This design comes from an exercise in tuning for small area, a short achievable clock period and few clock cycles per item on the open sky130 flow, not from production work.
The RTL was checked by simulation tests, not by an equivalence proof against the original design.

// amihel_muldiv
module amihel_muldiv (
    input  wire        clk,
    input  wire        rst,         
    input  wire        req_valid,
    output wire        req_ready,
    input  wire [3:0]  req_fn,
    input  wire [63:0] req_a,
    input  wire [63:0] req_b,
    output reg         res_valid,
    output wire [63:0] res
);
For scale: ~5700 cells after synthesis, about 330 flip-flops, ~200 I/O pins, about 48000 µm² of cells after synthesis.
clock: 8.0 ns
lec_check: 0
cap_margin: 20
core_margin: 2
core_utilization: 40
setup_slack_margin: 3.25
slew_margin: 20
run.sh (not shown) runs the stock make flow with config.mk's settings and CLKGATE_MAP_FILE= SYNTH_SCRIPT=/design/flow/synth_recipe.tcl, a recipe that flattens the netlist after the stock synthesis.
Testbench counts at the start, summed over its fixed seeds: cycles 23,786, ops 3,200.
Next try:
--- a/flow/design.v
+++ b/flow/design.v
@@ -88,25 +88,41 @@
     wire [W-1:0] s3 = s1 ^ c1 ^ s2;
     wire [W-1:0] c3 = ((s1 & c1) | (s1 & s2) | (c1 & s2)) << 1;
     wire [W-1:0] s4 = c2 ^ v6 ^ s3;
     wire [W-1:0] c4 = ((c2 & v6) | (c2 & s3) | (v6 & s3)) << 1;
     wire [W-1:0] s5 = s4 ^ c4 ^ c3;
     wire [W-1:0] c5 = ((s4 & c4) | (s4 & c3) | (c4 & c3)) << 1;
     wire mul_last = hmode ? (cnt == 7'd0) : (&Q[63:7] | ~|Q[63:7]);
     reg         xen, xinv, ym, yc, yq, yinv, cin;
     wire        negres = isrem ? na : (na ^ nb) | bz;
     wire [63:0] ax = ({64{xen}} & S[63:0]) ^ {64{xinv}};
     wire [63:0] ay = (({64{ym}} & M[63:0]) | ({64{yc}} & C[63:0]) | ({64{yq}} & Q)) ^ {64{yinv}};
     wire [64:0] asum = {1'b0, ax} + {1'b0, ay} + {64'd0, cin};
-    wire        fits = ({1'b0, S[63:0]} >= {1'b0, M[63:0]}) & ~|M[65:64];
+    wire [15:0] cg0, ce0;
+    genvar gi;
+    generate
+        for (gi = 0; gi < 16; gi = gi + 1) begin : cmp0
+            assign cg0[gi] = S[4*gi+3:4*gi] > M[4*gi+3:4*gi];
+            assign ce0[gi] = S[4*gi+3:4*gi] == M[4*gi+3:4*gi];
+        end
+    endgenerate
+    wire [3:0]  cg1, ce1;
+    generate
+        for (gi = 0; gi < 4; gi = gi + 1) begin : cmp1
+            assign cg1[gi] = cg0[4*gi+3] | ce0[4*gi+3] & (cg0[4*gi+2] | ce0[4*gi+2] & (cg0[4*gi+1] | ce0[4*gi+1] & cg0[4*gi]));
+            assign ce1[gi] = &ce0[4*gi+3:4*gi];
+        end
+    endgenerate
+    wire        s_ge_m = cg1[3] | ce1[3] & (cg1[2] | ce1[2] & (cg1[1] | ce1[1] & (cg1[0] | ce1[0])));
+    wire        fits = s_ge_m & ~|M[65:64];
     wire        r_na = r_dsgn & a_ext[63];
     wire        r_nb = r_dsgn & b_ext[63];
     wire        r_mhs = ~r_div & (req_fn[1:0] == 2'd1);           
     wire [63:0] xa = a_ext ^ {64{r_na | r_mhs & a_ext[63]}};
     wire [63:0] xb = b_ext ^ {64{r_nb | r_mhs & b_ext[63]}};
     reg  [6:0]  bits_a, bits_b;
     integer k;
     always @(*) begin
         bits_a = 7'd0;
         bits_b = 7'd0;
         for (k = 0; k < 64; k = k + 1) begin
             if (xa[k]) bits_a = k + 1;
@@ -242,25 +258,25 @@
                         pb <= 1'b0;
                         state <= ST_SHIFT;
                         begin xen <= 1'b1; xinv <= 1'b0; ym <= 1'b1; yc <= 1'b0; yq <= 1'b0; yinv <= 1'b1; cin <= 1'b1; end
                     end
                 end
                 else begin
                     first <= 1'b0;
                     if (state == ST_SHIFT && sft != 7'd0) begin
                         M     <= M << sft;
                         cnt   <= sft;
                         state <= ST_DIV;
                     end else begin
-                        if (fits) S <= {{(W-64){1'b0}}, asum[63:0]};
+                        if (fits) S[63:0] <= asum[63:0];
                         Q     <= {Q[62:0], fits};
                         M     <= {1'b0, M[65:1]};
                         cnt   <= cnt - 7'd1;
                         if (state == ST_SHIFT || cnt == 7'd0) begin
                             if (!negres) begin
                                 state     <= ST_IDLE;
                                 rdy       <= 1'b1;
                                 res_valid <= 1'b1;
                                 rq        <= ~isrem;
                                 rw        <= wop;
                                 begin xen <= 1'b0; xinv <= 1'b0; ym <= 1'b0; yc <= 1'b0; yq <= 1'b0; yinv <= 1'b0; cin <= 1'b0; end
                             end else begin
=> The new run went through all stages and came out clean; global-route usage goes up by 2.7 points; register-to-register slack loses 240 ps; sequential cell count stays the same; worst setup slack gets worse by 280 ps; wire length goes up by a few percent; hold slack improves by 72 ps; area after synthesis is lower slightly; sequential share of layout area falls by 0.40 points; count of clock-buffer cells in the layout goes up by 3; cell count falls slightly; non-clock buffer count rose by 55.
Testbench counts after the change, summed over its fixed seeds: cycles 23,786, ops 3,200.


The RTL this note starts from:
==> flow/design.v <==
module amihel_muldiv (
    input  wire        clk,
    input  wire        rst,         
    input  wire        req_valid,
    output wire        req_ready,
    input  wire [3:0]  req_fn,
    input  wire [63:0] req_a,
    input  wire [63:0] req_b,
    output reg         res_valid,
    output wire [63:0] res
);
    localparam W = 75;               
    localparam ST_IDLE  = 3'd0;
    localparam ST_MUL   = 3'd1;
    localparam ST_FINM  = 3'd2;
    localparam ST_NEG   = 3'd3;
    localparam ST_SHIFT = 3'd5;
    localparam ST_DIV   = 3'd6;
    localparam ST_FIND  = 3'd7;
    reg [2:0]    state;
    reg [W-1:0]  S;                  
    reg [W-1:0]  C;                  
    reg [65:0]   M;                  
    reg [63:0]   Q;                  
    reg          qprev;              
    reg          qfill;              
    reg          nprev;              
    reg          hmode;              
    reg          wop;                
    reg          isrem;
    reg          na, nb;             
    reg          pa, pb;             
    reg          bz;                 
    reg [6:0]    cnt;
    reg [6:0]    ba, bb;             
    reg          rq;                 
    reg          rw;                 
    reg          rdy;                
    reg          first;              
    reg          uns;                
    assign req_ready = rdy;
    wire [31:0] res_lo = rq ? Q[31:0] : S[31:0];
    wire [31:0] res_hi = rw ? {32{res_lo[31]}} : (rq ? Q[63:32] : S[63:32]);
    assign res = {res_hi, res_lo};
    wire        r_div    = req_fn[2] | req_fn[3];
    wire        r_w      = req_fn[3] | (req_fn == 4'd3);
    wire        r_dsgn   = r_div & ~req_fn[0];
    wire        r_sext   = r_w & (~r_div | ~req_fn[0]);      
    wire [63:0] a_ext    = r_w ? {{32{r_sext & req_a[31]}}, req_a[31:0]} : req_a;
    wire [63:0] b_ext    = r_w ? {{32{r_sext & req_b[31]}}, req_b[31:0]} : req_b;
    wire        r_uns    = (req_fn[1:0] == 2'd2);             
    wire [65:0] Mx = {M[64], M[64:0]};    
    wire [8:0]  qb = {Q[7:0], qprev};
    reg  [W-1:0] pp [0:3];
    reg  [3:0]   ng;
    integer j;
    always @(*) begin
        for (j = 0; j < 4; j = j + 1) begin : booth
            reg b0, b1, b2, one, two, neg;
            reg [65:0] mag;
            b0  = qb[2*j];
            b1  = qb[2*j+1];
            b2  = qb[2*j+2];
            neg = b2 & ~(b1 & b0);
            one = b1 ^ b0;
            two = (b2 & ~b1 & ~b0) | (~b2 & b1 & b0);
            mag = ({66{one}} & Mx) | ({66{two}} & {Mx[64:0], 1'b0});
            mag = mag ^ {66{neg}};
            pp[j] = {{(W-66){mag[65]}}, mag} << (2*j);
            ng[j] = neg;
        end
    end
    wire [W-1:0] Sa = hmode ? {{8{S[W-1]}}, S[W-1:8]} : S;
    wire [W-1:0] Ca = hmode ? {{8{C[W-1]}}, C[W-1:8]} : C;
    wire [9:0]   lowsum = {2'b0, S[7:0]} + {2'b0, C[7:0]} + {3'b0, nprev, 6'b0};
    wire [1:0]   cy = hmode ? lowsum[9:8] : 2'b00;
    wire [W-1:0] v0 = Sa;
    wire [W-1:0] v1 = Ca;
    wire [W-1:0] v2 = pp[0];
    wire [W-1:0] v3 = pp[1] | {{(W-2){1'b0}}, cy[1], ng[0]};
    wire [W-1:0] v4 = pp[2] | {{(W-3){1'b0}}, ng[1], 1'b0, cy[0]};
    wire [W-1:0] v5 = pp[3] | {{(W-5){1'b0}}, ng[2], 4'b0};
    wire [W-1:0] v6 = {{(W-7){1'b0}}, ng[3] & ~hmode, 6'b0};
    wire [W-1:0] s1 = v0 ^ v1 ^ v2;
    wire [W-1:0] c1 = ((v0 & v1) | (v0 & v2) | (v1 & v2)) << 1;
    wire [W-1:0] s2 = v3 ^ v4 ^ v5;
    wire [W-1:0] c2 = ((v3 & v4) | (v3 & v5) | (v4 & v5)) << 1;
    wire [W-1:0] s3 = s1 ^ c1 ^ s2;
    wire [W-1:0] c3 = ((s1 & c1) | (s1 & s2) | (c1 & s2)) << 1;
    wire [W-1:0] s4 = c2 ^ v6 ^ s3;
    wire [W-1:0] c4 = ((c2 & v6) | (c2 & s3) | (v6 & s3)) << 1;
    wire [W-1:0] s5 = s4 ^ c4 ^ c3;
    wire [W-1:0] c5 = ((s4 & c4) | (s4 & c3) | (c4 & c3)) << 1;
    wire mul_last = hmode ? (cnt == 7'd0) : (&Q[63:7] | ~|Q[63:7]);
    reg         xen, xinv, ym, yc, yq, yinv, cin;
    wire        negres = isrem ? na : (na ^ nb) | bz;
    wire [63:0] ax = ({64{xen}} & S[63:0]) ^ {64{xinv}};
    wire [63:0] ay = (({64{ym}} & M[63:0]) | ({64{yc}} & C[63:0]) | ({64{yq}} & Q)) ^ {64{yinv}};
    wire [64:0] asum = {1'b0, ax} + {1'b0, ay} + {64'd0, cin};
    wire        fits = ({1'b0, S[63:0]} >= {1'b0, M[63:0]}) & ~|M[65:64];
    wire        r_na = r_dsgn & a_ext[63];
    wire        r_nb = r_dsgn & b_ext[63];
    wire        r_mhs = ~r_div & (req_fn[1:0] == 2'd1);           
    wire [63:0] xa = a_ext ^ {64{r_na | r_mhs & a_ext[63]}};
    wire [63:0] xb = b_ext ^ {64{r_nb | r_mhs & b_ext[63]}};
    reg  [6:0]  bits_a, bits_b;
    integer k;
    always @(*) begin
        bits_a = 7'd0;
        bits_b = 7'd0;
        for (k = 0; k < 64; k = k + 1) begin
            if (xa[k]) bits_a = k + 1;
            if (xb[k]) bits_b = k + 1;
        end
    end
    wire [7:0]  dbits = {1'b0, ba} - {1'b0, bb};
    wire        qzero = dbits[7];                        
    wire [7:0]  hbits = {1'b0, ba} + {1'b0, bb};
    wire        hsmall = uns ? (hbits <= 8'd64) : (hbits <= 8'd63);
    wire        hneg = (na ^ nb) & ~(~|ba & ~na) & ~(~|bb & ~nb);
    wire [63:0] ma = a_ext ^ {64{a_ext[63]}};
    wire [63:0] mb = b_ext ^ {64{b_ext[63]}};
    wire [7:0]  nza, nzb;
    genvar g;
    generate
        for (g = 0; g < 8; g = g + 1) begin : bytes
            assign nza[g] = |ma[8*g+7:8*g];
            assign nzb[g] = |mb[8*g+7:8*g];
        end
    endgenerate
    reg r_swap;
    integer h;
    always @(*) begin
        r_swap = 1'b0;
        for (h = 0; h < 8; h = h + 1)
            if (nzb[h] && !(|(nza >> h))) r_swap = 1'b1;
    end
    wire [6:0]  sft   = (dbits[7] | bz) ? 7'd0 : (dbits[6:0] + {6'd0, dbits[0]});
    always @(posedge clk) C <= (state == ST_MUL) ? c5 : {W{1'b0}};
    always @(posedge clk) begin
        if (rst) begin
            state     <= ST_IDLE;
            rdy       <= 1'b1;
            res_valid <= 1'b0;
            begin xen <= 1'b0; xinv <= 1'b0; ym <= 1'b0; yc <= 1'b0; yq <= 1'b0; yinv <= 1'b0; cin <= 1'b0; end
        end else begin
            res_valid <= 1'b0;
            case (state)
                ST_IDLE: begin
                    begin xen <= 1'b0; xinv <= 1'b0; ym <= 1'b0; yc <= 1'b0; yq <= 1'b0; yinv <= 1'b0; cin <= 1'b0; end
                    if (req_valid) begin
                        rdy   <= 1'b0;
                        first <= 1'b1;
                        uns   <= r_uns;
                        ba    <= bits_a + {6'd0, r_na};
                        bb    <= bits_b;
                        wop   <= r_w;
                        rq    <= 1'b0;
                        rw    <= 1'b0;
                        isrem <= req_fn[1];
                        hmode <= ~r_div & (req_fn[0] ^ req_fn[1]);
                        qprev <= 1'b0;
                        nprev <= 1'b0;
                        cnt   <= 7'd8;
                        if (r_div) begin
                            S     <= {{(W-64){1'b0}}, a_ext};
                            M     <= {{2{r_dsgn & b_ext[63]}}, b_ext};
                            Q     <= 64'd0;
                            na    <= r_na;
                            nb    <= r_nb;
                            pa    <= r_na;
                            pb    <= r_nb;
                            bz    <= ~|b_ext;
                            if (r_na) begin xen <= 1'b1; xinv <= 1'b1; ym <= 1'b0; yc <= 1'b0; yq <= 1'b0; yinv <= 1'b0; cin <= 1'b1; end
                            else if (r_nb) begin xen <= 1'b0; xinv <= 1'b0; ym <= 1'b1; yc <= 1'b0; yq <= 1'b0; yinv <= 1'b1; cin <= 1'b1; end
                            else begin xen <= 1'b1; xinv <= 1'b0; ym <= 1'b1; yc <= 1'b0; yq <= 1'b0; yinv <= 1'b1; cin <= 1'b1; end
                            state <= (r_na | r_nb) ? ST_NEG : ST_SHIFT;
                        end else begin
                            S     <= {W{1'b0}};
                            if (r_swap & ~(req_fn[1] ^ req_fn[0])) begin
                                M     <= {{2{b_ext[63]}}, b_ext};
                                Q     <= a_ext;
                                qfill <= a_ext[63];
                            end else begin
                                M     <= {1'b0, ~r_uns & a_ext[63], a_ext};
                                Q     <= b_ext;
                                qfill <= ~r_uns & b_ext[63];
                            end
                            na    <= r_mhs & a_ext[63];
                            nb    <= r_mhs & b_ext[63];
                            state <= ST_MUL;
                        end
                    end
                end
                ST_MUL: if (hmode && first && hsmall) begin
                    S[63:0]   <= {64{hneg}};
                    res_valid <= 1'b1;
                    state     <= ST_IDLE;
                    rdy       <= 1'b1;
                    first     <= 1'b0;
                end else begin
                    first <= 1'b0;
                    S     <= s5;
                    Q     <= {{8{qfill}}, Q[63:8]};
                    qprev <= Q[7];
                    nprev <= ng[3];
                    if (!hmode) M <= {M[57:0], 8'd0};
                    cnt   <= cnt - 7'd1;
                    if (mul_last) begin
                        state <= ST_FINM;
                        xen <= 1'b1; yc <= 1'b1;
                    end
                end
                ST_FINM: begin
                    S[63:0]   <= asum[63:0];
                    rw        <= wop;
                    res_valid <= 1'b1;
                    state     <= ST_IDLE;
                    rdy       <= 1'b1;
                    begin xen <= 1'b0; xinv <= 1'b0; ym <= 1'b0; yc <= 1'b0; yq <= 1'b0; yinv <= 1'b0; cin <= 1'b0; end
                end
                ST_NEG, ST_SHIFT, ST_DIV: if (first && qzero) begin
                    res_valid <= 1'b1;
                    state     <= ST_IDLE;
                    rdy       <= 1'b1;
                    first     <= 1'b0;
                    rq        <= ~isrem;
                    rw        <= wop;
                    begin xen <= 1'b0; xinv <= 1'b0; ym <= 1'b0; yc <= 1'b0; yq <= 1'b0; yinv <= 1'b0; cin <= 1'b0; end
                end else if (state == ST_NEG) begin
                    first <= 1'b0;
                    if (pa) begin
                        S  <= {{(W-64){1'b0}}, asum[63:0]};
                        pa <= 1'b0;
                        if (pb) begin xen <= 1'b0; xinv <= 1'b0; ym <= 1'b1; yc <= 1'b0; yq <= 1'b0; yinv <= 1'b1; cin <= 1'b1; end
                        else begin
                            state <= ST_SHIFT;
                            begin xen <= 1'b1; xinv <= 1'b0; ym <= 1'b1; yc <= 1'b0; yq <= 1'b0; yinv <= 1'b1; cin <= 1'b1; end
                        end
                    end else begin
                        M  <= {2'b00, asum[63:0]};
                        pb <= 1'b0;
                        state <= ST_SHIFT;
                        begin xen <= 1'b1; xinv <= 1'b0; ym <= 1'b1; yc <= 1'b0; yq <= 1'b0; yinv <= 1'b1; cin <= 1'b1; end
                    end
                end
                else begin
                    first <= 1'b0;
                    if (state == ST_SHIFT && sft != 7'd0) begin
                        M     <= M << sft;
                        cnt   <= sft;
                        state <= ST_DIV;
                    end else begin
                        if (fits) S <= {{(W-64){1'b0}}, asum[63:0]};
                        Q     <= {Q[62:0], fits};
                        M     <= {1'b0, M[65:1]};
                        cnt   <= cnt - 7'd1;
                        if (state == ST_SHIFT || cnt == 7'd0) begin
                            if (!negres) begin
                                state     <= ST_IDLE;
                                rdy       <= 1'b1;
                                res_valid <= 1'b1;
                                rq        <= ~isrem;
                                rw        <= wop;
                                begin xen <= 1'b0; xinv <= 1'b0; ym <= 1'b0; yc <= 1'b0; yq <= 1'b0; yinv <= 1'b0; cin <= 1'b0; end
                            end else begin
                                state <= ST_FIND;
                                xen  <= isrem; xinv <= isrem & negres;
                                ym   <= 1'b0; yc <= 1'b0;
                                yq   <= ~isrem; yinv <= ~isrem & negres;
                                cin  <= negres;
                            end
                        end
                    end
                end
                ST_FIND: begin
                    S[63:0]   <= asum[63:0];
                    rw        <= wop;
                    res_valid <= 1'b1;
                    state     <= ST_IDLE;
                    rdy       <= 1'b1;
                    begin xen <= 1'b0; xinv <= 1'b0; ym <= 1'b0; yc <= 1'b0; yq <= 1'b0; yinv <= 1'b0; cin <= 1'b0; end
                end
                default: begin
                    state <= ST_IDLE;
                    rdy   <= 1'b1;
                    begin xen <= 1'b0; xinv <= 1'b0; ym <= 1'b0; yc <= 1'b0; yq <= 1'b0; yinv <= 1'b0; cin <= 1'b0; end
                end
            endcase
        end
    end
endmodule
Settings: LEC_CHECK=0, CAP_MARGIN=20, CORE_MARGIN=2, CORE_UTILIZATION=40, SETUP_SLACK_MARGIN=3.0, SLEW_MARGIN=20; clock period 8.0 ns.
Testbench counts at the start, summed over its fixed seeds: cycles 23,786, ops 3,200.
Change:
--- a/flow/design.v
+++ b/flow/design.v
@@ -34,5 +34,4 @@
     reg [6:0]    cnt;
     reg [6:0]    ba, bb;             
-    reg          rq;                 
     reg          rw;                 
     reg          rdy;                
@@ -40,6 +39,6 @@
     reg          uns;                
     assign req_ready = rdy;
-    wire [31:0] res_lo = rq ? Q[31:0] : S[31:0];
-    wire [31:0] res_hi = rw ? {32{res_lo[31]}} : (rq ? Q[63:32] : S[63:32]);
+    wire [31:0] res_lo = S[31:0];
+    wire [31:0] res_hi = rw ? {32{res_lo[31]}} : S[63:32];
     assign res = {res_hi, res_lo};
     wire        r_div    = req_fn[2] | req_fn[3];
@@ -109,6 +108,7 @@
         bits_a = 7'd0;
         bits_b = 7'd0;
+        if (r_na) bits_a = 7'd1;
         for (k = 0; k < 64; k = k + 1) begin
-            if (xa[k]) bits_a = k + 1;
+            if (xa[k]) bits_a = k + 1 + r_na;
             if (xb[k]) bits_b = k + 1;
         end
@@ -153,8 +153,7 @@
                         first <= 1'b1;
                         uns   <= r_uns;
-                        ba    <= bits_a + {6'd0, r_na};
+                        ba    <= bits_a;
                         bb    <= bits_b;
                         wop   <= r_w;
-                        rq    <= 1'b0;
                         rw    <= 1'b0;
                         isrem <= req_fn[1];
@@ -172,6 +171,6 @@
                             pb    <= r_nb;
                             bz    <= ~|b_ext;
-                            if (r_na) begin xen <= 1'b1; xinv <= 1'b1; ym <= 1'b0; yc <= 1'b0; yq <= 1'b0; yinv <= 1'b0; cin <= 1'b1; end
-                            else if (r_nb) begin xen <= 1'b0; xinv <= 1'b0; ym <= 1'b1; yc <= 1'b0; yq <= 1'b0; yinv <= 1'b1; cin <= 1'b1; end
+                            if (r_nb) begin xen <= 1'b0; xinv <= 1'b0; ym <= 1'b1; yc <= 1'b0; yq <= 1'b0; yinv <= 1'b1; cin <= 1'b1; end
+                            else if (r_na) begin xen <= 1'b1; xinv <= 1'b1; ym <= 1'b0; yc <= 1'b0; yq <= 1'b0; yinv <= 1'b0; cin <= 1'b1; end
                             else begin xen <= 1'b1; xinv <= 1'b0; ym <= 1'b1; yc <= 1'b0; yq <= 1'b0; yinv <= 1'b1; cin <= 1'b1; end
                             state <= (r_na | r_nb) ? ST_NEG : ST_SHIFT;
@@ -225,13 +224,13 @@
                     rdy       <= 1'b1;
                     first     <= 1'b0;
-                    rq        <= ~isrem;
+                    if (!isrem) S[63:0] <= 64'd0;
                     rw        <= wop;
                     begin xen <= 1'b0; xinv <= 1'b0; ym <= 1'b0; yc <= 1'b0; yq <= 1'b0; yinv <= 1'b0; cin <= 1'b0; end
                 end else if (state == ST_NEG) begin
                     first <= 1'b0;
-                    if (pa) begin
-                        S  <= {{(W-64){1'b0}}, asum[63:0]};
-                        pa <= 1'b0;
-                        if (pb) begin xen <= 1'b0; xinv <= 1'b0; ym <= 1'b1; yc <= 1'b0; yq <= 1'b0; yinv <= 1'b1; cin <= 1'b1; end
+                    if (pb) begin
+                        M  <= {2'b00, asum[63:0]};
+                        pb <= 1'b0;
+                        if (pa) begin xen <= 1'b1; xinv <= 1'b1; ym <= 1'b0; yc <= 1'b0; yq <= 1'b0; yinv <= 1'b0; cin <= 1'b1; end
                         else begin
                             state <= ST_SHIFT;
@@ -239,7 +238,9 @@
                         end
                     end else begin
-                        M  <= {2'b00, asum[63:0]};
-                        pb <= 1'b0;
-                        state <= ST_SHIFT;
+                        S     <= {{(W-64){1'b0}}, asum[63:0]};
+                        pa    <= 1'b0;
+                        M     <= M << sft;
+                        cnt   <= sft;
+                        state <= ST_DIV;
                         begin xen <= 1'b1; xinv <= 1'b0; ym <= 1'b1; yc <= 1'b0; yq <= 1'b0; yinv <= 1'b1; cin <= 1'b1; end
                     end
@@ -252,5 +253,7 @@
                         state <= ST_DIV;
                     end else begin
-                        if (fits) S <= {{(W-64){1'b0}}, asum[63:0]};
+                        if (!isrem && !negres && (state == ST_SHIFT || cnt == 7'd0))
+                            S[63:0] <= {Q[62:0], fits};      
+                        else if (fits) S <= {{(W-64){1'b0}}, asum[63:0]};
                         Q     <= {Q[62:0], fits};
                         M     <= {1'b0, M[65:1]};
@@ -261,5 +264,4 @@
                                 rdy       <= 1'b1;
                                 res_valid <= 1'b1;
-                                rq        <= ~isrem;
                                 rw        <= wop;
                                 begin xen <= 1'b0; xinv <= 1'b0; ym <= 1'b0; yc <= 1'b0; yq <= 1'b0; yinv <= 1'b0; cin <= 1'b0; end
After rerunning:
- utilization came out higher by 0.90 points
- global-route usage grows by 4.1 points
- sequential share of layout area came out lower by 0.61 points
- cell area rose by about 3.6%
- synthesized cell count goes up by 4.7%
- via count grows by about 7%
Testbench counts after the change, summed over its fixed seeds: cycles 23,622, ops 3,200.

[separate check: timing with driven ports]
In the flow no input, the clock included, has a driving cell. The finished layouts below were timed again as built, in two steps. Step 1: set_driving_cell puts a clkbuf_16 on clk and a buf_2 on each other input, an assumption about the parent block. Step 2 moves the port delays by t, midway between the first and last clock arrival at a register: inputs arrive t later, outputs are due t later. That takes back most of the time a late clock gives input paths. Three values: no drivers, after step 1, after step 2; two values: the first two.
run	shift t [ns]	setup WS [ns]	worst setup path after step 2	cell pins on the clock port's net
the first run of note 1	0.711	3.118 / 3.149 / 2.438	input to register	1
the second run of note 1	0.712	2.838 / 2.884 / 2.172	input to register	1
the first run of note 2	0.752	2.995 / 2.916 / 2.288	input to register	1
the second run of note 2	0.768	2.809 / 2.809 / 2.279	input to register	1
After both steps setup and hold are still met in every run listed. For the first run of note 2, which loses most, drivers alone change the setup slack by -0.079 ns; drivers and shift together by -0.707 ns.
